This is an optimization exercise on Yosys and OpenROAD, whose aim is small area, not a production implementation. Only simulation tests tie the RTL to the original design; equivalence was not proved.

==> flow/design.v (outline; a module is shown in full before it is edited, if it fits) <==
// module fh_s01: 10558 lines
// module fh_fa: 10 lines
// module fh_ha: 9 lines
module fh_s01 (
    input  wire         clk,
    input  wire         rst,
    input  wire         in_valid,
    input  wire [15:0]  in_cont,
    input  wire [15:0]  ped64,
    input  wire [15:0]  ped8,
    input  wire [15:0]  ped1,
    input  wire [23:0]  ratio8,
    input  wire [23:0]  ratio1,
    input  wire [4:0]   n1,
    input  wire [1:0]   sh0,
    input  wire [2:0]   sh1,
    input  wire [287:0] h,
    output reg          out_valid,
    output reg  [19:0]  out_m,
    output reg  [21:0]  out_y,
    output reg          out_edge,
    output reg  [4:0]   out_edges,
    output reg          out_cal,
    output reg          out_half,
    output reg          out_sat
);
  // ...
==> flow/run.sh <==
#!/bin/bash
# synth_recipe.tcl (not shown) runs the flow's synth.tcl, then flattens the netlist and writes it again
# the make line also repeats each setting of config.mk as NAME=value (left out here)
make -C /OpenROAD-flow-scripts/flow DESIGN_CONFIG=/design/flow/config.mk WORK_HOME=/design/flow/orfs CLKGATE_MAP_FILE= SYNTH_SCRIPT=/design/flow/synth_recipe.tcl finish
==> flow/config.mk <==
export PLATFORM = sky130hd
export DESIGN_NAME = fh_s01
export DESIGN_NICKNAME = fh_s01
export VERILOG_FILES = /design/flow/design.v
export SDC_FILE = /design/flow/constraint.sdc
export NUM_CORES = 4
export LEC_CHECK = 0
export ABC_AREA = 1
export CAP_MARGIN = 20
export CORE_MARGIN = 2
export CORE_UTILIZATION = 40
export PLACE_DENSITY = 0.5
export SLEW_MARGIN = 20
export SYNTH_HIERARCHICAL = 1
==> flow/constraint.sdc <==
create_clock -name core_clock -period 20.0 [get_ports {clk}]
set_input_delay 4.0000 -clock core_clock [delete_from_list [all_inputs] [get_ports {clk}]]
set_output_delay 4.0000 -clock core_clock [all_outputs]
set_load 0.01 [all_outputs]
==> metrics.yaml, run 1 <==
outcome:
  status: "timing/DRC/antenna clean"
logic_synthesis:
  yosys-top-cells-count: "3285 x fa_1, 2952 x xor2_1, 2834 x o22ai_1"
  yosys_warnings: 7
  synth_area_sq_um: 151000
  synth_top_family_by_area: "adder cells"
  synth_edf_count: 44
  ys_ff_latch: 430
  synth_cell_types: 70
worst_setup_path:
  crit_cells: 52
  crit-reg2reg-launch: "m_val[0]$_DFFE_PP_"
  cp.arrival_ns: 18.56
  cp-start-kind: "input port"
  slowest_delay_ns: 0.97
  cp_top_family: "adder cells"
route:
  highest-signal-layer: "met5"
  wl_met1_um: 367000
  antenna_left: 0
floorplan:
  die_h_um: 619
  initial_core_util_pct: 40.2
  ios: 465
  fp.coreArea_sq_um: 376000
global_route:
  use_met2_pct: 74.0
  grt_antenna_before_repair: 67
  use_met1_pct: 63.4
cells_and_area:
  drive_gt1_share_pct: 5.60
  inverters_excl_clock: 870
  multi_input_area_share_pct: 82.1
  num-nets-final: 19700
  num-fill-cells: 37100
  fin_util_pct: 43.3
hold_path:
  hold_depth: 2
  hp-class: "flip-flop to flip-flop"
timing:
  drv_slew: 0
  finalWorstSetupSlack_ns: 2.04
clocking:
  cts_buffer_depth: 3
flow_run:
  cap_violations: 0
==> run 2: changes to the inputs <==
--- a/flow/design.v
+++ b/flow/design.v
@@ -351,18 +351,18 @@
     wire s0t_w61, s0t_w62;
     fh_fa s0t_w61_i (.a(s0b_x3_12), .b(s0b_x4_10), .c(s0b_x5_8), .s(s0t_w61), .co(s0t_w62));
     wire s0t_w63, s0t_w64;
     fh_fa s0t_w63_i (.a(s0b_x6_6), .b(s0b_x7_4), .c(s0b_x8_2), .s(s0t_w63), .co(s0t_w64));
     wire s0t_w65, s0t_w66;
     fh_fa s0t_w65_i (.a(s0t_w6), .b(s0t_w7), .c(s0b_x3_13), .s(s0t_w65), .co(s0t_w66));
     wire s0t_w67, s0t_w68;
     fh_fa s0t_w67_i (.a(s0b_x4_11), .b(s0b_x5_9), .c(s0b_x6_7), .s(s0t_w67), .co(s0t_w68));
-    wire s0t_w69, s0t_w70;
-    fh_fa s0t_w69_i (.a(s0b_x7_5), .b(s0b_x8_3), .c(1'b1), .s(s0t_w69), .co(s0t_w70));
+    wire s0t_w69 = ~(s0b_x7_5 ^ s0b_x8_3);
+    wire s0t_w70 = s0b_x7_5 | s0b_x8_3;
     wire s0t_w71, s0t_w72;
     fh_fa s0t_w71_i (.a(s0t_w8), .b(s0t_w9), .c(s0b_x2_16), .s(s0t_w71), .co(s0t_w72));
     wire s0t_w73, s0t_w74;
     fh_fa s0t_w73_i (.a(s0b_x3_14), .b(s0b_x4_12), .c(s0b_x5_10), .s(s0t_w73), .co(s0t_w74));
     wire s0t_w75, s0t_w76;
     fh_fa s0t_w75_i (.a(s0b_x6_8), .b(s0b_x7_6), .c(s0b_x8_4), .s(s0t_w75), .co(s0t_w76));
     wire s0t_w77, s0t_w78;
     fh_fa s0t_w77_i (.a(s0t_w10), .b(s0t_w11), .c(s0b_x2_17), .s(s0t_w77), .co(s0t_w78));
@@ -387,36 +387,36 @@
     wire s0t_w97, s0t_w98;
     fh_fa s0t_w97_i (.a(s0b_x3_18), .b(s0b_x4_16), .c(s0b_x5_14), .s(s0t_w97), .co(s0t_w98));
     wire s0t_w99, s0t_w100;
     fh_fa s0t_w99_i (.a(s0b_x6_12), .b(s0b_x7_10), .c(s0b_x8_8), .s(s0t_w99), .co(s0t_w100));
     wire s0t_w101, s0t_w102;
     fh_fa s0t_w101_i (.a(s0t_w18), .b(s0t_w19), .c(s0b_x3_19), .s(s0t_w101), .co(s0t_w102));
     wire s0t_w103, s0t_w104;
     fh_fa s0t_w103_i (.a(s0b_x4_17), .b(s0b_x5_15), .c(s0b_x6_13), .s(s0t_w103), .co(s0t_w104));
-    wire s0t_w105, s0t_w106;
-    fh_fa s0t_w105_i (.a(s0b_x7_11), .b(s0b_x8_9), .c(1'b1), .s(s0t_w105), .co(s0t_w106));
+    wire s0t_w105 = ~(s0b_x7_11 ^ s0b_x8_9);
+    wire s0t_w106 = s0b_x7_11 | s0b_x8_9;
     wire s0t_w107, s0t_w108;
     fh_fa s0t_w107_i (.a(s0t_w20), .b(s0t_w21), .c(s0b_x3_20), .s(s0t_w107), .co(s0t_w108));
     wire s0t_w109, s0t_w110;
     fh_fa s0t_w109_i (.a(s0b_x4_18), .b(s0b_x5_16), .c(s0b_x6_14), .s(s0t_w109), .co(s0t_w110));
-    wire s0t_w111, s0t_w112;
-    fh_fa s0t_w111_i (.a(s0b_x7_12), .b(s0b_x8_10), .c(1'b1), .s(s0t_w111), .co(s0t_w112));
+    wire s0t_w111 = ~(s0b_x7_12 ^ s0b_x8_10);
+    wire s0t_w112 = s0b_x7_12 | s0b_x8_10;
     wire s0t_w113, s0t_w114;
     fh_fa s0t_w113_i (.a(s0t_w22), .b(~s0b_x1_25), .c(s0b_x2_23), .s(s0t_w113), .co(s0t_w114));
     wire s0t_w115, s0t_w116;
     fh_fa s0t_w115_i (.a(s0b_x3_21), .b(s0b_x4_19), .c(s0b_x5_17), .s(s0t_w115), .co(s0t_w116));
     wire s0t_w117, s0t_w118;
     fh_fa s0t_w117_i (.a(s0b_x6_15), .b(s0b_x7_13), .c(s0b_x8_11), .s(s0t_w117), .co(s0t_w118));
     wire s0t_w119, s0t_w120;
     fh_fa s0t_w119_i (.a(s0b_x2_24), .b(s0b_x3_22), .c(s0b_x4_20), .s(s0t_w119), .co(s0t_w120));
     wire s0t_w121, s0t_w122;
     fh_fa s0t_w121_i (.a(s0b_x5_18), .b(s0b_x6_16), .c(s0b_x7_14), .s(s0t_w121), .co(s0t_w122));
-    wire s0t_w123, s0t_w124;
-    fh_ha s0t_w123_i (.a(s0b_x8_12), .b(1'b1), .s(s0t_w123), .co(s0t_w124));
+    wire s0t_w123 = ~s0b_x8_12;
+    wire s0t_w124 = s0b_x8_12;
     wire s0t_w125, s0t_w126;
     fh_fa s0t_w125_i (.a(~s0b_x2_25), .b(s0b_x3_23), .c(s0b_x4_21), .s(s0t_w125), .co(s0t_w126));
     wire s0t_w127, s0t_w128;
     fh_fa s0t_w127_i (.a(s0b_x5_19), .b(s0b_x6_17), .c(s0b_x7_15), .s(s0t_w127), .co(s0t_w128));
     wire s0t_w129, s0t_w130;
     fh_fa s0t_w129_i (.a(s0b_x3_24), .b(s0b_x4_22), .c(s0b_x5_20), .s(s0t_w129), .co(s0t_w130));
     wire s0t_w131, s0t_w132;
     fh_ha s0t_w131_i (.a(s0b_x6_18), .b(s0b_x7_16), .s(s0t_w131), .co(s0t_w132));
@@ -513,34 +513,34 @@
     wire s0t_w223, s0t_w224;
     fh_fa s0t_w223_i (.a(s0t_w119), .b(s0t_w121), .c(s0t_w123), .s(s0t_w223), .co(s0t_w224));
     wire s0t_w225, s0t_w226;
     fh_fa s0t_w225_i (.a(s0t_w120), .b(s0t_w122), .c(s0t_w124), .s(s0t_w225), .co(s0t_w226));
     wire s0t_w227, s0t_w228;
     fh_fa s0t_w227_i (.a(s0t_w125), .b(s0t_w127), .c(s0b_x8_13), .s(s0t_w227), .co(s0t_w228));
     wire s0t_w229, s0t_w230;
     fh_fa s0t_w229_i (.a(s0t_w126), .b(s0t_w128), .c(s0t_w129), .s(s0t_w229), .co(s0t_w230));
-    wire s0t_w231, s0t_w232;
-    fh_fa s0t_w231_i (.a(s0t_w131), .b(s0b_x8_14), .c(1'b1), .s(s0t_w231), .co(s0t_w232));
+    wire s0t_w231 = ~(s0t_w131 ^ s0b_x8_14);
+    wire s0t_w232 = s0t_w131 | s0b_x8_14;
     wire s0t_w233, s0t_w234;
     fh_fa s0t_w233_i (.a(s0t_w130), .b(s0t_w132), .c(s0t_w133), .s(s0t_w233), .co(s0t_w234));
     wire s0t_w235, s0t_w236;
     fh_fa s0t_w235_i (.a(s0b_x6_19), .b(s0b_x7_17), .c(s0b_x8_15), .s(s0t_w235), .co(s0t_w236));
     wire s0t_w237, s0t_w238;
     fh_fa s0t_w237_i (.a(s0t_w134), .b(s0t_w135), .c(s0b_x6_20), .s(s0t_w237), .co(s0t_w238));
-    wire s0t_w239, s0t_w240;
-    fh_fa s0t_w239_i (.a(s0b_x7_18), .b(s0b_x8_16), .c(1'b1), .s(s0t_w239), .co(s0t_w240));
+    wire s0t_w239 = ~(s0b_x7_18 ^ s0b_x8_16);
+    wire s0t_w240 = s0b_x7_18 | s0b_x8_16;
     wire s0t_w241, s0t_w242;
     fh_fa s0t_w241_i (.a(s0t_w136), .b(~s0b_x4_25), .c(s0b_x5_23), .s(s0t_w241), .co(s0t_w242));
     wire s0t_w243, s0t_w244;
     fh_fa s0t_w243_i (.a(s0b_x6_21), .b(s0b_x7_19), .c(s0b_x8_17), .s(s0t_w243), .co(s0t_w244));
     wire s0t_w245, s0t_w246;
     fh_fa s0t_w245_i (.a(s0b_x5_24), .b(s0b_x6_22), .c(s0b_x7_20), .s(s0t_w245), .co(s0t_w246));
-    wire s0t_w247, s0t_w248;
-    fh_ha s0t_w247_i (.a(s0b_x8_18), .b(1'b1), .s(s0t_w247), .co(s0t_w248));
+    wire s0t_w247 = ~s0b_x8_18;
+    wire s0t_w248 = s0b_x8_18;
     wire s0t_w249, s0t_w250;
     fh_fa s0t_w249_i (.a(~s0b_x5_25), .b(s0b_x6_23), .c(s0b_x7_21), .s(s0t_w249), .co(s0t_w250));
     wire s0t_w251, s0t_w252;
     fh_ha s0t_w251_i (.a(s0b_x6_24), .b(s0b_x7_22), .s(s0t_w251), .co(s0t_w252));
     wire s0t_w253, s0t_w254;
     fh_ha s0t_w253_i (.a(s0b_x0_4), .b(s0b_x1_2), .s(s0t_w253), .co(s0t_w254));
     wire s0t_w255, s0t_w256;
     fh_ha s0t_w255_i (.a(s0b_x0_5), .b(s0b_x1_3), .s(s0t_w255), .co(s0t_w256));
@@ -673,29 +673,177 @@
     wire s0t_w383, s0t_w384;
     fh_fa s0t_w383_i (.a(s0t_w308), .b(s0t_w309), .c(s0t_w239), .s(s0t_w383), .co(s0t_w384));
     wire s0t_w385, s0t_w386;
     fh_fa s0t_w385_i (.a(s0t_w310), .b(s0t_w311), .c(s0t_w243), .s(s0t_w385), .co(s0t_w386));
     wire s0t_w387, s0t_w388;
     fh_fa s0t_w387_i (.a(s0t_w312), .b(s0t_w313), .c(s0t_w247), .s(s0t_w387), .co(s0t_w388));
     wire s0t_w389, s0t_w390;
     fh_fa s0t_w389_i (.a(s0t_w314), .b(s0t_w315), .c(s0b_x8_19), .s(s0t_w389), .co(s0t_w390));
-    wire s0t_w391, s0t_w392;
-    fh_fa s0t_w391_i (.a(s0t_w316), .b(s0t_w317), .c(1'b1), .s(s0t_w391), .co(s0t_w392));
+    wire s0t_w391 = ~(s0t_w316 ^ s0t_w317);
+    wire s0t_w392 = s0t_w316 | s0t_w317;
     wire s0t_w393, s0t_w394;
     fh_fa s0t_w393_i (.a(s0t_w318), .b(s0t_w319), .c(s0b_x8_21), .s(s0t_w393), .co(s0t_w394));
-    wire s0t_w395, s0t_w396;
-    fh_fa s0t_w395_i (.a(s0t_w320), .b(s0t_w321), .c(1'b1), .s(s0t_w395), .co(s0t_w396));
+    wire s0t_w395 = ~(s0t_w320 ^ s0t_w321);
+    wire s0t_w396 = s0t_w320 | s0t_w321;
     wire s0t_w397, s0t_w398;
     fh_fa s0t_w397_i (.a(s0t_w322), .b(~s0b_x7_25), .c(s0b_x8_23), .s(s0t_w397), .co(s0t_w398));
-    wire s0t_w399, s0t_w400;
-    fh_ha s0t_w399_i (.a(s0b_x8_24), .b(1'b1), .s(s0t_w399), .co(s0t_w400));
+    wire s0t_w399 = ~s0b_x8_24;
+    wire s0t_w400 = s0b_x8_24;
     wire [40:0] s0_ra = {s0t_w398, s0t_w396, s0t_w394, s0t_w392, s0t_w390, s0t_w388, s0t_w386, s0t_w384, s0t_w382, s0t_w380, s0t_w378, s0t_w376, s0t_w374, s0t_w372, s0t_w370, s0t_w368, s0t_w366, s0t_w364, s0t_w362, s0t_w360, s0t_w358, s0t_w356, s0t_w354, s0t_w352, s0t_w350, s0t_w348, s0t_w346, s0t_w344, s0t_w342, s0t_w340, s0t_w338, s0t_w336, s0t_w334, s0t_w332, s0t_w330, s0t_w328, s0t_w326, s0t_w324, s0t_w323, s0b_x0_1, s0b_x0_0};
     wire [40:0] s0_rb = {s0t_w399, s0t_w397, s0t_w395, s0t_w393, s0t_w391, s0t_w389, s0t_w387, s0t_w385, s0t_w383, s0t_w381, s0t_w379, s0t_w377, s0t_w375, s0t_w373, s0t_w371, s0t_w369, s0t_w367, s0t_w365, s0t_w363, s0t_w361, s0t_w359, s0t_w357, s0t_w355, s0t_w353, s0t_w351, s0t_w349, s0t_w347, s0t_w345, s0t_w343, s0t_w341, s0t_w339, s0t_w337, s0t_w335, s0t_w333, s0t_w331, s0t_w329, s0t_w327, s0t_w325, s0b_neg1, 1'b0, s0b_neg0};
-    wire [40:0] s0_p   = s0_ra + s0_rb;           
+    wire [40:0] s0_p_p = s0_ra ^ s0_rb;
+    wire [40:0] s0_p_g = s0_ra & s0_rb;
+    wire s0_p_G1 = s0_p_g[1] | (s0_p_p[1] & s0_p_g[0]);
+    wire s0_p_P1 = s0_p_p[1] & s0_p_p[0];
+    wire s0_p_G2 = s0_p_g[3] | (s0_p_p[3] & s0_p_g[2]);
+    wire s0_p_P2 = s0_p_p[3] & s0_p_p[2];
+    wire s0_p_G3 = s0_p_g[5] | (s0_p_p[5] & s0_p_g[4]);
+    wire s0_p_P3 = s0_p_p[5] & s0_p_p[4];
+    wire s0_p_G4 = s0_p_g[7] | (s0_p_p[7] & s0_p_g[6]);
+    wire s0_p_P4 = s0_p_p[7] & s0_p_p[6];
+    wire s0_p_G5 = s0_p_g[9] | (s0_p_p[9] & s0_p_g[8]);
+    wire s0_p_P5 = s0_p_p[9] & s0_p_p[8];
+    wire s0_p_G6 = s0_p_g[11] | (s0_p_p[11] & s0_p_g[10]);
+    wire s0_p_P6 = s0_p_p[11] & s0_p_p[10];
+    wire s0_p_G7 = s0_p_g[13] | (s0_p_p[13] & s0_p_g[12]);
+    wire s0_p_P7 = s0_p_p[13] & s0_p_p[12];
+    wire s0_p_G8 = s0_p_g[15] | (s0_p_p[15] & s0_p_g[14]);
+    wire s0_p_P8 = s0_p_p[15] & s0_p_p[14];
+    wire s0_p_G9 = s0_p_g[17] | (s0_p_p[17] & s0_p_g[16]);
+    wire s0_p_P9 = s0_p_p[17] & s0_p_p[16];
+    wire s0_p_G10 = s0_p_g[19] | (s0_p_p[19] & s0_p_g[18]);
+    wire s0_p_P10 = s0_p_p[19] & s0_p_p[18];
+    wire s0_p_G11 = s0_p_g[21] | (s0_p_p[21] & s0_p_g[20]);
+    wire s0_p_P11 = s0_p_p[21] & s0_p_p[20];
+    wire s0_p_G12 = s0_p_g[23] | (s0_p_p[23] & s0_p_g[22]);
+    wire s0_p_P12 = s0_p_p[23] & s0_p_p[22];
+    wire s0_p_G13 = s0_p_g[25] | (s0_p_p[25] & s0_p_g[24]);
+    wire s0_p_P13 = s0_p_p[25] & s0_p_p[24];
+    wire s0_p_G14 = s0_p_g[27] | (s0_p_p[27] & s0_p_g[26]);
+    wire s0_p_P14 = s0_p_p[27] & s0_p_p[26];
+    wire s0_p_G15 = s0_p_g[29] | (s0_p_p[29] & s0_p_g[28]);
+    wire s0_p_P15 = s0_p_p[29] & s0_p_p[28];
+    wire s0_p_G16 = s0_p_g[31] | (s0_p_p[31] & s0_p_g[30]);
+    wire s0_p_P16 = s0_p_p[31] & s0_p_p[30];
+    wire s0_p_G17 = s0_p_g[33] | (s0_p_p[33] & s0_p_g[32]);
+    wire s0_p_P17 = s0_p_p[33] & s0_p_p[32];
+    wire s0_p_G18 = s0_p_g[35] | (s0_p_p[35] & s0_p_g[34]);
+    wire s0_p_P18 = s0_p_p[35] & s0_p_p[34];
+    wire s0_p_G19 = s0_p_g[37] | (s0_p_p[37] & s0_p_g[36]);
+    wire s0_p_P19 = s0_p_p[37] & s0_p_p[36];
+    wire s0_p_G20 = s0_p_g[39] | (s0_p_p[39] & s0_p_g[38]);
+    wire s0_p_P20 = s0_p_p[39] & s0_p_p[38];
+    wire s0_p_G21 = s0_p_G2 | (s0_p_P2 & s0_p_G1);
+    wire s0_p_P21 = s0_p_P2 & s0_p_P1;
+    wire s0_p_G22 = s0_p_G4 | (s0_p_P4 & s0_p_G3);
+    wire s0_p_P22 = s0_p_P4 & s0_p_P3;
+    wire s0_p_G23 = s0_p_G6 | (s0_p_P6 & s0_p_G5);
+    wire s0_p_P23 = s0_p_P6 & s0_p_P5;
+    wire s0_p_G24 = s0_p_G8 | (s0_p_P8 & s0_p_G7);
+    wire s0_p_P24 = s0_p_P8 & s0_p_P7;
+    wire s0_p_G25 = s0_p_G10 | (s0_p_P10 & s0_p_G9);
+    wire s0_p_P25 = s0_p_P10 & s0_p_P9;
+    wire s0_p_G26 = s0_p_G12 | (s0_p_P12 & s0_p_G11);
+    wire s0_p_P26 = s0_p_P12 & s0_p_P11;
+    wire s0_p_G27 = s0_p_G14 | (s0_p_P14 & s0_p_G13);
+    wire s0_p_P27 = s0_p_P14 & s0_p_P13;
+    wire s0_p_G28 = s0_p_G16 | (s0_p_P16 & s0_p_G15);
+    wire s0_p_P28 = s0_p_P16 & s0_p_P15;
+    wire s0_p_G29 = s0_p_G18 | (s0_p_P18 & s0_p_G17);
+    wire s0_p_P29 = s0_p_P18 & s0_p_P17;
+    wire s0_p_G30 = s0_p_G20 | (s0_p_P20 & s0_p_G19);
+    wire s0_p_P30 = s0_p_P20 & s0_p_P19;
+    wire s0_p_G31 = s0_p_G22 | (s0_p_P22 & s0_p_G21);
+    wire s0_p_P31 = s0_p_P22 & s0_p_P21;
+    wire s0_p_G32 = s0_p_G24 | (s0_p_P24 & s0_p_G23);
+    wire s0_p_P32 = s0_p_P24 & s0_p_P23;
+    wire s0_p_G33 = s0_p_G26 | (s0_p_P26 & s0_p_G25);
+    wire s0_p_P33 = s0_p_P26 & s0_p_P25;
+    wire s0_p_G34 = s0_p_G28 | (s0_p_P28 & s0_p_G27);
+    wire s0_p_P34 = s0_p_P28 & s0_p_P27;
+    wire s0_p_G35 = s0_p_G30 | (s0_p_P30 & s0_p_G29);
+    wire s0_p_P35 = s0_p_P30 & s0_p_P29;
+    wire s0_p_G36 = s0_p_G32 | (s0_p_P32 & s0_p_G31);
+    wire s0_p_P36 = s0_p_P32 & s0_p_P31;
+    wire s0_p_G37 = s0_p_G34 | (s0_p_P34 & s0_p_G33);
+    wire s0_p_P37 = s0_p_P34 & s0_p_P33;
+    wire s0_p_G38 = s0_p_G37 | (s0_p_P37 & s0_p_G36);
+    wire s0_p_P38 = s0_p_P37 & s0_p_P36;
+    wire s0_p_G39 = s0_p_G33 | (s0_p_P33 & s0_p_G36);
+    wire s0_p_P39 = s0_p_P33 & s0_p_P36;
+    wire s0_p_G40 = s0_p_G35 | (s0_p_P35 & s0_p_G38);
+    wire s0_p_P40 = s0_p_P35 & s0_p_P38;
+    wire s0_p_G41 = s0_p_G23 | (s0_p_P23 & s0_p_G31);
+    wire s0_p_P41 = s0_p_P23 & s0_p_P31;
+    wire s0_p_G42 = s0_p_G25 | (s0_p_P25 & s0_p_G36);
+    wire s0_p_P42 = s0_p_P25 & s0_p_P36;
+    wire s0_p_G43 = s0_p_G27 | (s0_p_P27 & s0_p_G39);
+    wire s0_p_P43 = s0_p_P27 & s0_p_P39;
+    wire s0_p_G44 = s0_p_G29 | (s0_p_P29 & s0_p_G38);
+    wire s0_p_P44 = s0_p_P29 & s0_p_P38;
+    wire s0_p_G45 = s0_p_G3 | (s0_p_P3 & s0_p_G21);
+    wire s0_p_P45 = s0_p_P3 & s0_p_P21;
+    wire s0_p_G46 = s0_p_G5 | (s0_p_P5 & s0_p_G31);
+    wire s0_p_P46 = s0_p_P5 & s0_p_P31;
+    wire s0_p_G47 = s0_p_G7 | (s0_p_P7 & s0_p_G41);
+    wire s0_p_P47 = s0_p_P7 & s0_p_P41;
+    wire s0_p_G48 = s0_p_G9 | (s0_p_P9 & s0_p_G36);
+    wire s0_p_P48 = s0_p_P9 & s0_p_P36;
+    wire s0_p_G49 = s0_p_G11 | (s0_p_P11 & s0_p_G42);
+    wire s0_p_P49 = s0_p_P11 & s0_p_P42;
+    wire s0_p_G50 = s0_p_G13 | (s0_p_P13 & s0_p_G39);
+    wire s0_p_P50 = s0_p_P13 & s0_p_P39;
+    wire s0_p_G51 = s0_p_G15 | (s0_p_P15 & s0_p_G43);
+    wire s0_p_P51 = s0_p_P15 & s0_p_P43;
+    wire s0_p_G52 = s0_p_G17 | (s0_p_P17 & s0_p_G38);
+    wire s0_p_P52 = s0_p_P17 & s0_p_P38;
+    wire s0_p_G53 = s0_p_G19 | (s0_p_P19 & s0_p_G44);
+    wire s0_p_P53 = s0_p_P19 & s0_p_P44;
+    wire s0_p_G54 = s0_p_g[2] | (s0_p_p[2] & s0_p_G1);
+    wire s0_p_P54 = s0_p_p[2] & s0_p_P1;
+    wire s0_p_G55 = s0_p_g[4] | (s0_p_p[4] & s0_p_G21);
+    wire s0_p_P55 = s0_p_p[4] & s0_p_P21;
+    wire s0_p_G56 = s0_p_g[6] | (s0_p_p[6] & s0_p_G45);
+    wire s0_p_P56 = s0_p_p[6] & s0_p_P45;
+    wire s0_p_G57 = s0_p_g[8] | (s0_p_p[8] & s0_p_G31);
+    wire s0_p_P57 = s0_p_p[8] & s0_p_P31;
+    wire s0_p_G58 = s0_p_g[10] | (s0_p_p[10] & s0_p_G46);
+    wire s0_p_P58 = s0_p_p[10] & s0_p_P46;
+    wire s0_p_G59 = s0_p_g[12] | (s0_p_p[12] & s0_p_G41);
+    wire s0_p_P59 = s0_p_p[12] & s0_p_P41;
+    wire s0_p_G60 = s0_p_g[14] | (s0_p_p[14] & s0_p_G47);
+    wire s0_p_P60 = s0_p_p[14] & s0_p_P47;
+    wire s0_p_G61 = s0_p_g[16] | (s0_p_p[16] & s0_p_G36);
+    wire s0_p_P61 = s0_p_p[16] & s0_p_P36;
+    wire s0_p_G62 = s0_p_g[18] | (s0_p_p[18] & s0_p_G48);
+    wire s0_p_P62 = s0_p_p[18] & s0_p_P48;
+    wire s0_p_G63 = s0_p_g[20] | (s0_p_p[20] & s0_p_G42);
+    wire s0_p_P63 = s0_p_p[20] & s0_p_P42;
+    wire s0_p_G64 = s0_p_g[22] | (s0_p_p[22] & s0_p_G49);
+    wire s0_p_P64 = s0_p_p[22] & s0_p_P49;
+    wire s0_p_G65 = s0_p_g[24] | (s0_p_p[24] & s0_p_G39);
+    wire s0_p_P65 = s0_p_p[24] & s0_p_P39;
+    wire s0_p_G66 = s0_p_g[26] | (s0_p_p[26] & s0_p_G50);
+    wire s0_p_P66 = s0_p_p[26] & s0_p_P50;
+    wire s0_p_G67 = s0_p_g[28] | (s0_p_p[28] & s0_p_G43);
+    wire s0_p_P67 = s0_p_p[28] & s0_p_P43;
+    wire s0_p_G68 = s0_p_g[30] | (s0_p_p[30] & s0_p_G51);
+    wire s0_p_P68 = s0_p_p[30] & s0_p_P51;
+    wire s0_p_G69 = s0_p_g[32] | (s0_p_p[32] & s0_p_G38);
+    wire s0_p_P69 = s0_p_p[32] & s0_p_P38;
+    wire s0_p_G70 = s0_p_g[34] | (s0_p_p[34] & s0_p_G52);
+    wire s0_p_P70 = s0_p_p[34] & s0_p_P52;
+    wire s0_p_G71 = s0_p_g[36] | (s0_p_p[36] & s0_p_G44);
+    wire s0_p_P71 = s0_p_p[36] & s0_p_P44;
+    wire s0_p_G72 = s0_p_g[38] | (s0_p_p[38] & s0_p_G53);
+    wire s0_p_P72 = s0_p_p[38] & s0_p_P53;
+    wire s0_p_G73 = s0_p_g[40] | (s0_p_p[40] & s0_p_G40);
+    wire s0_p_P73 = s0_p_p[40] & s0_p_P40;
+    wire [40:0] s0_p = {s0_p_p[40] ^ s0_p_G40, s0_p_p[39] ^ s0_p_G72, s0_p_p[38] ^ s0_p_G53, s0_p_p[37] ^ s0_p_G71, s0_p_p[36] ^ s0_p_G44, s0_p_p[35] ^ s0_p_G70, s0_p_p[34] ^ s0_p_G52, s0_p_p[33] ^ s0_p_G69, s0_p_p[32] ^ s0_p_G38, s0_p_p[31] ^ s0_p_G68, s0_p_p[30] ^ s0_p_G51, s0_p_p[29] ^ s0_p_G67, s0_p_p[28] ^ s0_p_G43, s0_p_p[27] ^ s0_p_G66, s0_p_p[26] ^ s0_p_G50, s0_p_p[25] ^ s0_p_G65, s0_p_p[24] ^ s0_p_G39, s0_p_p[23] ^ s0_p_G64, s0_p_p[22] ^ s0_p_G49, s0_p_p[21] ^ s0_p_G63, s0_p_p[20] ^ s0_p_G42, s0_p_p[19] ^ s0_p_G62, s0_p_p[18] ^ s0_p_G48, s0_p_p[17] ^ s0_p_G61, s0_p_p[16] ^ s0_p_G36, s0_p_p[15] ^ s0_p_G60, s0_p_p[14] ^ s0_p_G47, s0_p_p[13] ^ s0_p_G59, s0_p_p[12] ^ s0_p_G41, s0_p_p[11] ^ s0_p_G58, s0_p_p[10] ^ s0_p_G46, s0_p_p[9] ^ s0_p_G57, s0_p_p[8] ^ s0_p_G31, s0_p_p[7] ^ s0_p_G56, s0_p_p[6] ^ s0_p_G45, s0_p_p[5] ^ s0_p_G55, s0_p_p[4] ^ s0_p_G21, s0_p_p[3] ^ s0_p_G54, s0_p_p[2] ^ s0_p_G1, s0_p_p[1] ^ s0_p_g[0], s0_p_p[0]};
     wire [20:0] s0_v   = s0_p[40:20];
     wire        s0_lim = s0_v[20] ^ s0_v[19];
     wire [19:0] s0_val = s0_lim ? {s0_v[20], {19{~s0_v[20]}}} : s0_v[19:0];
     wire        s0_sat = s0_lim | (in_code == 12'd0) | (in_code == 12'hFFF);
     wire        in_r11 = &in_range;
     reg        p_have;
     reg [19:0] p_val;
     reg        p_r11, p_edge, p_cal, p_sat;
@@ -7421,18 +7569,18 @@
     wire fir_w3185, fir_w3186;
     fh_fa fir_w3185_i (.a(fir_w2075), .b(fir_w2077), .c(fir_w2079), .s(fir_w3185), .co(fir_w3186));
     wire fir_w3187, fir_w3188;
     fh_fa fir_w3187_i (.a(fir_w2081), .b(fir_w2083), .c(fir_w2085), .s(fir_w3187), .co(fir_w3188));
     wire fir_w3189, fir_w3190;
     fh_fa fir_w3189_i (.a(fir_w2087), .b(fir_w2089), .c(fir_w2091), .s(fir_w3189), .co(fir_w3190));
     wire fir_w3191, fir_w3192;
     fh_fa fir_w3191_i (.a(fir_w2093), .b(fir_w2095), .c(fir_w2097), .s(fir_w3191), .co(fir_w3192));
-    wire fir_w3193, fir_w3194;
-    fh_fa fir_w3193_i (.a(fir_w2099), .b(fir_w2101), .c(1'b1), .s(fir_w3193), .co(fir_w3194));
+    wire fir_w3193 = ~(fir_w2099 ^ fir_w2101);
+    wire fir_w3194 = fir_w2099 | fir_w2101;
     wire fir_w3195, fir_w3196;
     fh_fa fir_w3195_i (.a(fir_w2042), .b(fir_w2044), .c(fir_w2046), .s(fir_w3195), .co(fir_w3196));
     wire fir_w3197, fir_w3198;
     fh_fa fir_w3197_i (.a(fir_w2048), .b(fir_w2050), .c(fir_w2052), .s(fir_w3197), .co(fir_w3198));
     wire fir_w3199, fir_w3200;
     fh_fa fir_w3199_i (.a(fir_w2054), .b(fir_w2056), .c(fir_w2058), .s(fir_w3199), .co(fir_w3200));
     wire fir_w3201, fir_w3202;
     fh_fa fir_w3201_i (.a(fir_w2060), .b(fir_w2062), .c(fir_w2064), .s(fir_w3201), .co(fir_w3202));
@@ -7463,18 +7611,18 @@
     wire fir_w3227, fir_w3228;
     fh_fa fir_w3227_i (.a(fir_w2137), .b(fir_w2139), .c(fir_w2141), .s(fir_w3227), .co(fir_w3228));
     wire fir_w3229, fir_w3230;
     fh_fa fir_w3229_i (.a(fir_w2143), .b(fir_w2145), .c(fir_w2147), .s(fir_w3229), .co(fir_w3230));
     wire fir_w3231, fir_w3232;
     fh_fa fir_w3231_i (.a(fir_w2149), .b(fir_w2151), .c(fir_w2153), .s(fir_w3231), .co(fir_w3232));
     wire fir_w3233, fir_w3234;
     fh_fa fir_w3233_i (.a(fir_w2155), .b(fir_w2157), .c(fir_w2159), .s(fir_w3233), .co(fir_w3234));
-    wire fir_w3235, fir_w3236;
-    fh_fa fir_w3235_i (.a(fir_w2161), .b(fir_w2163), .c(1'b1), .s(fir_w3235), .co(fir_w3236));
+    wire fir_w3235 = ~(fir_w2161 ^ fir_w2163);
+    wire fir_w3236 = fir_w2161 | fir_w2163;
     wire fir_w3237, fir_w3238;
     fh_fa fir_w3237_i (.a(fir_w2104), .b(fir_w2106), .c(fir_w2108), .s(fir_w3237), .co(fir_w3238));
     wire fir_w3239, fir_w3240;
     fh_fa fir_w3239_i (.a(fir_w2110), .b(fir_w2112), .c(fir_w2114), .s(fir_w3239), .co(fir_w3240));
     wire fir_w3241, fir_w3242;
     fh_fa fir_w3241_i (.a(fir_w2116), .b(fir_w2118), .c(fir_w2120), .s(fir_w3241), .co(fir_w3242));
     wire fir_w3243, fir_w3244;
     fh_fa fir_w3243_i (.a(fir_w2122), .b(fir_w2124), .c(fir_w2126), .s(fir_w3243), .co(fir_w3244));
@@ -7547,18 +7695,18 @@
     wire fir_w3311, fir_w3312;
     fh_fa fir_w3311_i (.a(fir_w2261), .b(fir_w2263), .c(fir_w2265), .s(fir_w3311), .co(fir_w3312));
     wire fir_w3313, fir_w3314;
     fh_fa fir_w3313_i (.a(fir_w2267), .b(fir_w2269), .c(fir_w2271), .s(fir_w3313), .co(fir_w3314));
     wire fir_w3315, fir_w3316;
     fh_fa fir_w3315_i (.a(fir_w2273), .b(fir_w2275), .c(fir_w2277), .s(fir_w3315), .co(fir_w3316));
     wire fir_w3317, fir_w3318;
     fh_fa fir_w3317_i (.a(fir_w2279), .b(fir_w2281), .c(fir_w2283), .s(fir_w3317), .co(fir_w3318));
-    wire fir_w3319, fir_w3320;
-    fh_fa fir_w3319_i (.a(f15_x7_13), .b(f15_x8_11), .c(1'b1), .s(fir_w3319), .co(fir_w3320));
+    wire fir_w3319 = ~(f15_x7_13 ^ f15_x8_11);
+    wire fir_w3320 = f15_x7_13 | f15_x8_11;
     wire fir_w3321, fir_w3322;
     fh_fa fir_w3321_i (.a(fir_w2228), .b(fir_w2230), .c(fir_w2232), .s(fir_w3321), .co(fir_w3322));
     wire fir_w3323, fir_w3324;
     fh_fa fir_w3323_i (.a(fir_w2234), .b(fir_w2236), .c(fir_w2238), .s(fir_w3323), .co(fir_w3324));
     wire fir_w3325, fir_w3326;
     fh_fa fir_w3325_i (.a(fir_w2240), .b(fir_w2242), .c(fir_w2244), .s(fir_w3325), .co(fir_w3326));
     wire fir_w3327, fir_w3328;
     fh_fa fir_w3327_i (.a(fir_w2246), .b(fir_w2248), .c(fir_w2250), .s(fir_w3327), .co(fir_w3328));
@@ -7631,18 +7779,18 @@
     wire fir_w3395, fir_w3396;
     fh_fa fir_w3395_i (.a(f12_x7_15), .b(f12_x8_13), .c(f13_x5_19), .s(fir_w3395), .co(fir_w3396));
     wire fir_w3397, fir_w3398;
     fh_fa fir_w3397_i (.a(f13_x6_17), .b(f13_x7_15), .c(f13_x8_13), .s(fir_w3397), .co(fir_w3398));
     wire fir_w3399, fir_w3400;
     fh_fa fir_w3399_i (.a(f14_x5_19), .b(f14_x6_17), .c(f14_x7_15), .s(fir_w3399), .co(fir_w3400));
     wire fir_w3401, fir_w3402;
     fh_fa fir_w3401_i (.a(f14_x8_13), .b(f15_x5_19), .c(f15_x6_17), .s(fir_w3401), .co(fir_w3402));
-    wire fir_w3403, fir_w3404;
-    fh_fa fir_w3403_i (.a(f15_x7_15), .b(f15_x8_13), .c(1'b1), .s(fir_w3403), .co(fir_w3404));
+    wire fir_w3403 = ~(f15_x7_15 ^ f15_x8_13);
+    wire fir_w3404 = f15_x7_15 | f15_x8_13;
     wire fir_w3405, fir_w3406;
     fh_fa fir_w3405_i (.a(fir_w2332), .b(fir_w2334), .c(fir_w2336), .s(fir_w3405), .co(fir_w3406));
     wire fir_w3407, fir_w3408;
     fh_fa fir_w3407_i (.a(fir_w2338), .b(fir_w2340), .c(fir_w2342), .s(fir_w3407), .co(fir_w3408));
     wire fir_w3409, fir_w3410;
     fh_fa fir_w3409_i (.a(fir_w2344), .b(fir_w2346), .c(fir_w2348), .s(fir_w3409), .co(fir_w3410));
     wire fir_w3411, fir_w3412;
     fh_fa fir_w3411_i (.a(fir_w2350), .b(fir_w2352), .c(fir_w2354), .s(fir_w3411), .co(fir_w3412));
@@ -8545,18 +8693,18 @@
     wire fir_w4309, fir_w4310;
     fh_fa fir_w4309_i (.a(fir_w3459), .b(fir_w3461), .c(fir_w3463), .s(fir_w4309), .co(fir_w4310));
     wire fir_w4311, fir_w4312;
     fh_fa fir_w4311_i (.a(fir_w3465), .b(fir_w3467), .c(fir_w3469), .s(fir_w4311), .co(fir_w4312));
     wire fir_w4313, fir_w4314;
     fh_fa fir_w4313_i (.a(fir_w3471), .b(fir_w3473), .c(fir_w3475), .s(fir_w4313), .co(fir_w4314));
     wire fir_w4315, fir_w4316;
     fh_fa fir_w4315_i (.a(fir_w3477), .b(fir_w3479), .c(fir_w3481), .s(fir_w4315), .co(fir_w4316));
-    wire fir_w4317, fir_w4318;
-    fh_fa fir_w4317_i (.a(f15_x7_17), .b(f15_x8_15), .c(1'b1), .s(fir_w4317), .co(fir_w4318));
+    wire fir_w4317 = ~(f15_x7_17 ^ f15_x8_15);
+    wire fir_w4318 = f15_x7_17 | f15_x8_15;
     wire fir_w4319, fir_w4320;
     fh_fa fir_w4319_i (.a(fir_w3448), .b(fir_w3450), .c(fir_w3452), .s(fir_w4319), .co(fir_w4320));
     wire fir_w4321, fir_w4322;
     fh_fa fir_w4321_i (.a(fir_w3454), .b(fir_w3456), .c(fir_w3458), .s(fir_w4321), .co(fir_w4322));
     wire fir_w4323, fir_w4324;
     fh_fa fir_w4323_i (.a(fir_w3460), .b(fir_w3462), .c(fir_w3464), .s(fir_w4323), .co(fir_w4324));
     wire fir_w4325, fir_w4326;
     fh_fa fir_w4325_i (.a(fir_w3466), .b(fir_w3468), .c(fir_w3470), .s(fir_w4325), .co(fir_w4326));
@@ -8601,18 +8749,18 @@
     wire fir_w4365, fir_w4366;
     fh_fa fir_w4365_i (.a(f9_x7_19), .b(f9_x8_17), .c(f10_x7_19), .s(fir_w4365), .co(fir_w4366));
     wire fir_w4367, fir_w4368;
     fh_fa fir_w4367_i (.a(f10_x8_17), .b(f11_x7_19), .c(f11_x8_17), .s(fir_w4367), .co(fir_w4368));
     wire fir_w4369, fir_w4370;
     fh_fa fir_w4369_i (.a(f12_x7_19), .b(f12_x8_17), .c(f13_x7_19), .s(fir_w4369), .co(fir_w4370));
     wire fir_w4371, fir_w4372;
     fh_fa fir_w4371_i (.a(f13_x8_17), .b(f14_x7_19), .c(f14_x8_17), .s(fir_w4371), .co(fir_w4372));
-    wire fir_w4373, fir_w4374;
-    fh_fa fir_w4373_i (.a(f15_x7_19), .b(f15_x8_17), .c(1'b1), .s(fir_w4373), .co(fir_w4374));
+    wire fir_w4373 = ~(f15_x7_19 ^ f15_x8_17);
+    wire fir_w4374 = f15_x7_19 | f15_x8_17;
     wire fir_w4375, fir_w4376;
     fh_fa fir_w4375_i (.a(fir_w3508), .b(fir_w3510), .c(~f0_x7_20), .s(fir_w4375), .co(fir_w4376));
     wire fir_w4377, fir_w4378;
     fh_fa fir_w4377_i (.a(f0_x8_18), .b(~f1_x7_20), .c(f1_x8_18), .s(fir_w4377), .co(fir_w4378));
     wire fir_w4379, fir_w4380;
     fh_fa fir_w4379_i (.a(~f2_x7_20), .b(f2_x8_18), .c(~f3_x7_20), .s(fir_w4379), .co(fir_w4380));
     wire fir_w4381, fir_w4382;
     fh_fa fir_w4381_i (.a(f3_x8_18), .b(~f4_x7_20), .c(f4_x8_18), .s(fir_w4381), .co(fir_w4382));
@@ -10191,30 +10339,30 @@
     wire fir_w5955, fir_w5956;
     fh_fa fir_w5955_i (.a(fir_w5720), .b(fir_w5721), .c(fir_w5723), .s(fir_w5955), .co(fir_w5956));
     wire fir_w5957, fir_w5958;
     fh_fa fir_w5957_i (.a(fir_w5725), .b(fir_w5727), .c(f15_x8_18), .s(fir_w5957), .co(fir_w5958));
     wire fir_w5959, fir_w5960;
     fh_fa fir_w5959_i (.a(fir_w5722), .b(fir_w5724), .c(fir_w5726), .s(fir_w5959), .co(fir_w5960));
     wire fir_w5961, fir_w5962;
     fh_fa fir_w5961_i (.a(fir_w5728), .b(fir_w5729), .c(fir_w5731), .s(fir_w5961), .co(fir_w5962));
-    wire fir_w5963, fir_w5964;
-    fh_fa fir_w5963_i (.a(fir_w5733), .b(fir_w5735), .c(1'b1), .s(fir_w5963), .co(fir_w5964));
+    wire fir_w5963 = ~(fir_w5733 ^ fir_w5735);
+    wire fir_w5964 = fir_w5733 | fir_w5735;
     wire fir_w5965, fir_w5966;
     fh_fa fir_w5965_i (.a(fir_w5730), .b(fir_w5732), .c(fir_w5734), .s(fir_w5965), .co(fir_w5966));
     wire fir_w5967, fir_w5968;
     fh_fa fir_w5967_i (.a(fir_w5736), .b(fir_w5737), .c(fir_w5739), .s(fir_w5967), .co(fir_w5968));
     wire fir_w5969, fir_w5970;
     fh_fa fir_w5969_i (.a(fir_w5741), .b(fir_w5743), .c(~f15_x8_20), .s(fir_w5969), .co(fir_w5970));
     wire fir_w5971, fir_w5972;
     fh_fa fir_w5971_i (.a(fir_w5738), .b(fir_w5740), .c(fir_w5742), .s(fir_w5971), .co(fir_w5972));
     wire fir_w5973, fir_w5974;
     fh_fa fir_w5973_i (.a(fir_w5744), .b(fir_w5745), .c(fir_w5747), .s(fir_w5973), .co(fir_w5974));
-    wire fir_w5975, fir_w5976;
-    fh_fa fir_w5975_i (.a(fir_w5749), .b(fir_w5018), .c(1'b1), .s(fir_w5975), .co(fir_w5976));
+    wire fir_w5975 = ~(fir_w5749 ^ fir_w5018);
+    wire fir_w5976 = fir_w5749 | fir_w5018;
     wire fir_w5977, fir_w5978;
     fh_fa fir_w5977_i (.a(fir_w5751), .b(fir_w5753), .c(f14_x0_0), .s(fir_w5977), .co(fir_w5978));
     wire fir_w5979, fir_w5980;
     fh_fa fir_w5979_i (.a(fir_w5752), .b(fir_w5754), .c(fir_w5755), .s(fir_w5979), .co(fir_w5980));
     wire fir_w5981, fir_w5982;
     fh_ha fir_w5981_i (.a(fir_w5757), .b(fir_w5759), .s(fir_w5981), .co(fir_w5982));
     wire fir_w5983, fir_w5984;
     fh_fa fir_w5983_i (.a(fir_w5756), .b(fir_w5758), .c(fir_w5760), .s(fir_w5983), .co(fir_w5984));
@@ -10517,18 +10665,18 @@
     wire fir_w6281, fir_w6282;
     fh_fa fir_w6281_i (.a(fir_w6200), .b(fir_w6201), .c(fir_w6117), .s(fir_w6281), .co(fir_w6282));
     wire fir_w6283, fir_w6284;
     fh_fa fir_w6283_i (.a(fir_w6202), .b(fir_w6203), .c(fir_w6121), .s(fir_w6283), .co(fir_w6284));
     wire fir_w6285, fir_w6286;
     fh_fa fir_w6285_i (.a(fir_w6204), .b(fir_w6205), .c(fir_w6125), .s(fir_w6285), .co(fir_w6286));
     wire fir_w6287, fir_w6288;
     fh_fa fir_w6287_i (.a(fir_w6206), .b(fir_w6207), .c(fir_w6129), .s(fir_w6287), .co(fir_w6288));
-    wire fir_w6289, fir_w6290;
-    fh_fa fir_w6289_i (.a(fir_w6208), .b(fir_w6209), .c(1'b1), .s(fir_w6289), .co(fir_w6290));
+    wire fir_w6289 = ~(fir_w6208 ^ fir_w6209);
+    wire fir_w6290 = fir_w6208 | fir_w6209;
     wire [41:0] fir_ra = {1'b1, fir_w6290, fir_w6288, fir_w6286, fir_w6284, fir_w6282, fir_w6280, fir_w6278, fir_w6276, fir_w6274, fir_w6272, fir_w6270, fir_w6268, fir_w6266, fir_w6264, fir_w6262, fir_w6260, fir_w6258, fir_w6256, fir_w6254, fir_w6252, fir_w6250, fir_w6248, fir_w6246, fir_w6244, fir_w6242, fir_w6240, fir_w6238, fir_w6236, fir_w6234, fir_w6232, fir_w6230, fir_w6228, fir_w6226, fir_w6224, fir_w6222, fir_w6220, fir_w6218, fir_w6216, fir_w6214, fir_w6212, fir_w6211};
     wire [41:0] fir_rb = {1'b0, fir_w6210, fir_w6289, fir_w6287, fir_w6285, fir_w6283, fir_w6281, fir_w6279, fir_w6277, fir_w6275, fir_w6273, fir_w6271, fir_w6269, fir_w6267, fir_w6265, fir_w6263, fir_w6261, fir_w6259, fir_w6257, fir_w6255, fir_w6253, fir_w6251, fir_w6249, fir_w6247, fir_w6245, fir_w6243, fir_w6241, fir_w6239, fir_w6237, fir_w6235, fir_w6233, fir_w6231, fir_w6229, fir_w6227, fir_w6225, fir_w6223, fir_w6221, fir_w6219, fir_w6217, fir_w6215, fir_w6213, f15_neg0};
     wire [41:0] acc  = fir_ra + fir_rb;           
     wire [27:0] accs = $signed(acc[41:14]) >>> sh1;
     wire        y_lim = (accs[27:21] != {7{accs[21]}});
     wire [21:0] y_val = y_lim ? {accs[27], {21{~accs[27]}}} : accs[21:0];
     reg [15:0] win;
     always @(*) begin
==> flow/flow/run.sh (new file) <==
#!/bin/bash
# Layout flow: the standard flow (standard.sh) and its synthesis script,
# with one change: the ports are buffered, as in the standard flow, but with
# sky130 buf_1 cells instead of clkdlybuf4s50_1 cells.
set -euo pipefail
bash standard.sh BUFFER_PORTS_ARGS="-buffer_cell sky130_fd_sc_hd__buf_1" finish > standard_finish.log 2>&1
==> flow/standard.sh (new file) <==
#!/bin/bash
# synth_recipe.tcl (not shown) runs the flow's synth.tcl, then flattens the netlist and writes it again
# the make line also repeats each setting of config.mk as NAME=value (left out here)
make -C /OpenROAD-flow-scripts/flow DESIGN_CONFIG=/design/flow/config.mk WORK_HOME=/design/flow/orfs CLKGATE_MAP_FILE= SYNTH_SCRIPT=/design/flow/synth_recipe.tcl "${@:-finish}"
removed: flow/run.sh
==> run 2 against run 1 <==
  * Critical path type unchanged
  * Flip-flop and latch count stayed put
  * First-iteration DRC count fell by 3.6%
  * Largest cell class unchanged
  * Die area fell by 1.2%
==> metrics.yaml, run 2 <==
outcome:
  status: "timing/DRC/antenna clean"  # unchanged
logic_synthesis:
  yosys_warnings: 7  # unchanged
  syn_inst: 15500  # was 16000
  synth-main-ff-cell: "dfxtp_1"  # unchanged
  ys_ff_latch: 430  # unchanged
  synth_top_area_share_pct: 44.0  # was 43.5%
  synth_edf_count: 44  # unchanged
  synth_area_sq_um: 149000  # was 151000 sq um
  synth_cell_types: 71  # was 70
  synth_top_area_cell: "fa_1"  # unchanged
  synthArstFlopShare_pct: 0  # unchanged
  synth.avg_cell_area_sq_um: 9.62  # was 9.43 sq um
  synth-seq-area-share_pct: 6.06  # was 5.99%
  yosys-top-cells-count: "3279 x fa_1, 2982 x xor2_1, 2882 x o22ai_1"  # was 3285 x fa_1, 2952 x xor2_1, 2834 x o22ai_1
  synth_area_leaders: "fa_1 44%, xor2_1 17%, o22ai_1 12%"  # unchanged
  synth_most_common_cell: "fa_1"  # unchanged
worst_setup_path:
  critPathLaunch: "sh0[1]"  # unchanged
  path_class: "input port to flip-flop"  # unchanged
  cp.required_ns: 20.68  # was 20.60 ns
  crit_top_cell: "fa_1"  # was nand2_1
  cp-start-kind: "input port"  # unchanged
  slowest_delay_ns: 0.77  # was 0.97 ns
  cp.arrival_ns: 18.93  # was 18.56 ns
  path_max_fanout: 23  # unchanged
  worstSetupEndpointType: "flip-flop"  # unchanged
  cp_slowest_cell: "fa_1"  # was clkdlybuf4s50_1
  crit-reg2reg-launch: "m_val[2]$_DFFE_PP_"  # was m_val[0]$_DFFE_PP_
timing:
  finalSetupViolCount: 0  # unchanged
  rsz0062_at_grt: "false"  # unchanged
  tightest_slew_ns: 1.25  # was 1.32 ns
  finalWorstSetupSlack_ns: 1.75  # was 2.04 ns
  fin_skew_ns: 0.0539  # was 0.0777 ns
  finalHoldViolations: 0  # unchanged
  slew_headroom_pct: 16.6  # was 12.2%
  finalCritPeriodShare_pct: 91.2  # was 89.8%
  drv_slew: 0  # unchanged
  fin_crit_ns: 18.25  # was 17.96 ns
  setup-tns-final_ns: 0  # unchanged
  fmax_mhz: 54.8  # was 55.7 MHz
cells_and_area:
  drive_gt1_share_pct: 6.50  # was 5.60%
  seqCellArea_sq_um: 9050  # about the same
  top_regs: "dl (300), out_y (22)"  # unchanged
  layout_commonest_cell: "fa_1"  # unchanged
  num-fill-cells: 36800  # was 37100
  multi_input_comb_area_sq_um: 132000  # was 134000 sq um
  area_delta_synth_final_pct: 6.68  # was 7.82%
  layout_common_cells: "3279 x fa_1, 2979 x xor2_1, 2882 x o22ai_1"  # was 3284 x fa_1, 2951 x xor2_1, 2834 x o22ai_1
  regMostFlops: "dl"  # unchanged
  num-nets-final: 19300  # was 19700
  largest_reg_flops: 300  # unchanged
route:
  antenna_left: 0  # unchanged
  drc: 0  # unchanged
  dr.pass1.iters: 6  # was 9
  drt-total-wl_um: 1030000  # about the same
  vias_per_cell: 6.86  # was 6.87
  wl_per_cell_um: 50.5  # was 49.8 um
  first_iter_violations: 22900  # was 23800
  num_vias: 139000  # was 142000
floorplan:
  fp.coreArea_sq_um: 372000  # was 376000 sq um
  ios: 465  # unchanged
  dieArea_sq_um: 378000  # was 383000 sq um
  die_w_um: 615  # was 619 um
  die_h_um: 615  # was 619 um
  initial_core_util_pct: 40.1  # was 40.2%
  fp-row-count: 224  # was 225
placement:
  dpl.hpwl_um: 847000  # about the same
  io_buffer_count: 464  # unchanged
  gp_congestion: 1.15  # was 1.17
  dp_slack_ns: 1.23  # was 1.57 ns
hold_path:
  hp-start: "dl[238]$_SDFFE_PP0P_"  # was dl[202]$_SDFFE_PP0P_
  hp-class: "flip-flop to flip-flop"  # unchanged
clocking:
  htree_levels: 2  # unchanged
  hold_buffers: 0  # unchanged
  cts_num_sinks: 430  # unchanged
  cts_tree: "built"  # unchanged
  clk_pin_slew_ns: 0.07  # was 0.06 ns
  post_cts_buffers: 0  # unchanged
  cts_buffer_depth: 3  # unchanged
  postCtsResizedCells: 0  # unchanged
  cts_made_buffers: 61  # was 54
  clockRootBuffer: "clkbuf_16"  # unchanged
  clk_latency_ns: 0.85  # was 0.82 ns
global_route:
  grt_max_degree: 122  # was 149
  overflow: 0  # unchanged
  grtUsageTotal_pct: 53.1  # was 53.0%
  grt_antenna_before_repair: 103  # was 67
  grt_pass1_wl_um: 1330000  # was 1340000 um
  grt_pass1_vias: 133000  # was 137000
flow_run:
  cap_violations: 0  # unchanged
run 2: changes by cell type after synthesis, sizes merged, moves of 14 or more:
cell	delta
xor2	+32
nand2	-364
buf	-22
nand4	-24
a21oi	-59
o22ai	+66
nor2	-30
nand3	-162
xnor2	-14
o32ai	+28
inv	+42
o21ai	-45
a211oi	+61
run 2: worst paths after layout:
path,endpoint,slack [ns],cells after the start
worst max-delay path,out_sat$_DFF_P_,1.75,52
worst min-delay path,dl[258]$_SDFFE_PP0P_,0.46,2
worst min register to register,dl[258]$_SDFFE_PP0P_,0.46,2
worst max register to register,out_sat$_DFF_P_,5.43,48
run 2: worst max-delay path, delay by kind of cell:
family	cells	cell delay (ns)
buf+inv	8	1.81
simple gates	20	3.93
compound gates	8	1.40
xor+xnor	2	0.44
fa+ha+maj	14	7.25
run 2: layout make-up:
cell class | count | share of cell area, %
multi-input cells | 12800 | 82.9
flip-flops and latches | 430 | 5.68
well taps | 4972 | 3.91
repair buffers | 1032 | 3.84
inverters | 909 | 2.15
clock buffers | 74 | 1.05
clock inverters | 42 | 0.370
diodes | 77 | 0.121
run 2: routing by layer:
layer	routed length [um]	vias up	global-route usage, %	part of all wire, %
li1	-	52300	-	-
met2	408000	12100	73.6	40
met5	283	-	0	0.028
met4	118000	42	46.9	12
met3	133000	2810	20.8	13
met1	366000	72000	63.6	36
run 2: cell families (layout without fill, tap and decap cells):
logic type	count (synthesis)	in the layout	share of synthesized area, %
XOR/XNOR	3247	3247	19.1
other	0	77	0
AO/OA/AOI/OAI	4223	4223	17.3
multiplexers	3	3	0.0201
flip-flops	430	430	6.06
adder cells (fa/ha/maj)	3639	3639	47.0
buffers and inverters	2321	2057	5.92
AND/OR/NAND/NOR	1658	1658	4.65
run 2: stage by stage:
step,hold WS (ns),cell area [sq um],std cells,utilization (%)
3_5_place_dp,0.456,157000,20100,42.1
5_1_grt,0.480,159000,20200,42.8
2_1_floorplan,0.376,149000,15500,-
3_3_place_gp,0.448,157000,20100,42.1
6_report,0.460,159000,20300,42.8
4_1_cts,0.462,159000,20200,42.7
run 2: Yosys stat by module (local to each module, per instance):
module	cell area [sq um]	copies in the design
fh_fa	20.0	3257
fh_s01	83200	1
fh_ha	12.5	69

[port drivers added, routing unchanged]
The results above use ideal ports. As a check the final layouts listed here were re-extracted and re-timed, cells and wires unchanged. Step 1 sets driving cells, clkbuf_16 on the clock port and buf_2 on the other inputs (assumed; they add their load-dependent delay and slew). Step 2 adds t to the input delays and takes it off the output delays; t is the mean of the earliest and latest rising clock arrival at the registers after step 1. Input paths then give back, and output paths get back, about the clock's delay inside the block. a / b / c = ideal ports / drivers / drivers and shift; a / b = the first two.
run	shift t [ns]	setup WS [ns]	worst setup path at the end	clock arrival spread, ns	cell pins on the clock port's net
run 1	0.911	2.045 / 2.156 / 1.244	input to register	0.079 / 0.079	1
run 2	0.948	1.754 / 1.772 / 0.824	input to register	0.061 / 0.061	1
After both steps setup and hold are still met in every run listed. For run 2, which loses most, drivers alone change the setup slack by +0.018 ns; drivers and shift together by -0.930 ns.
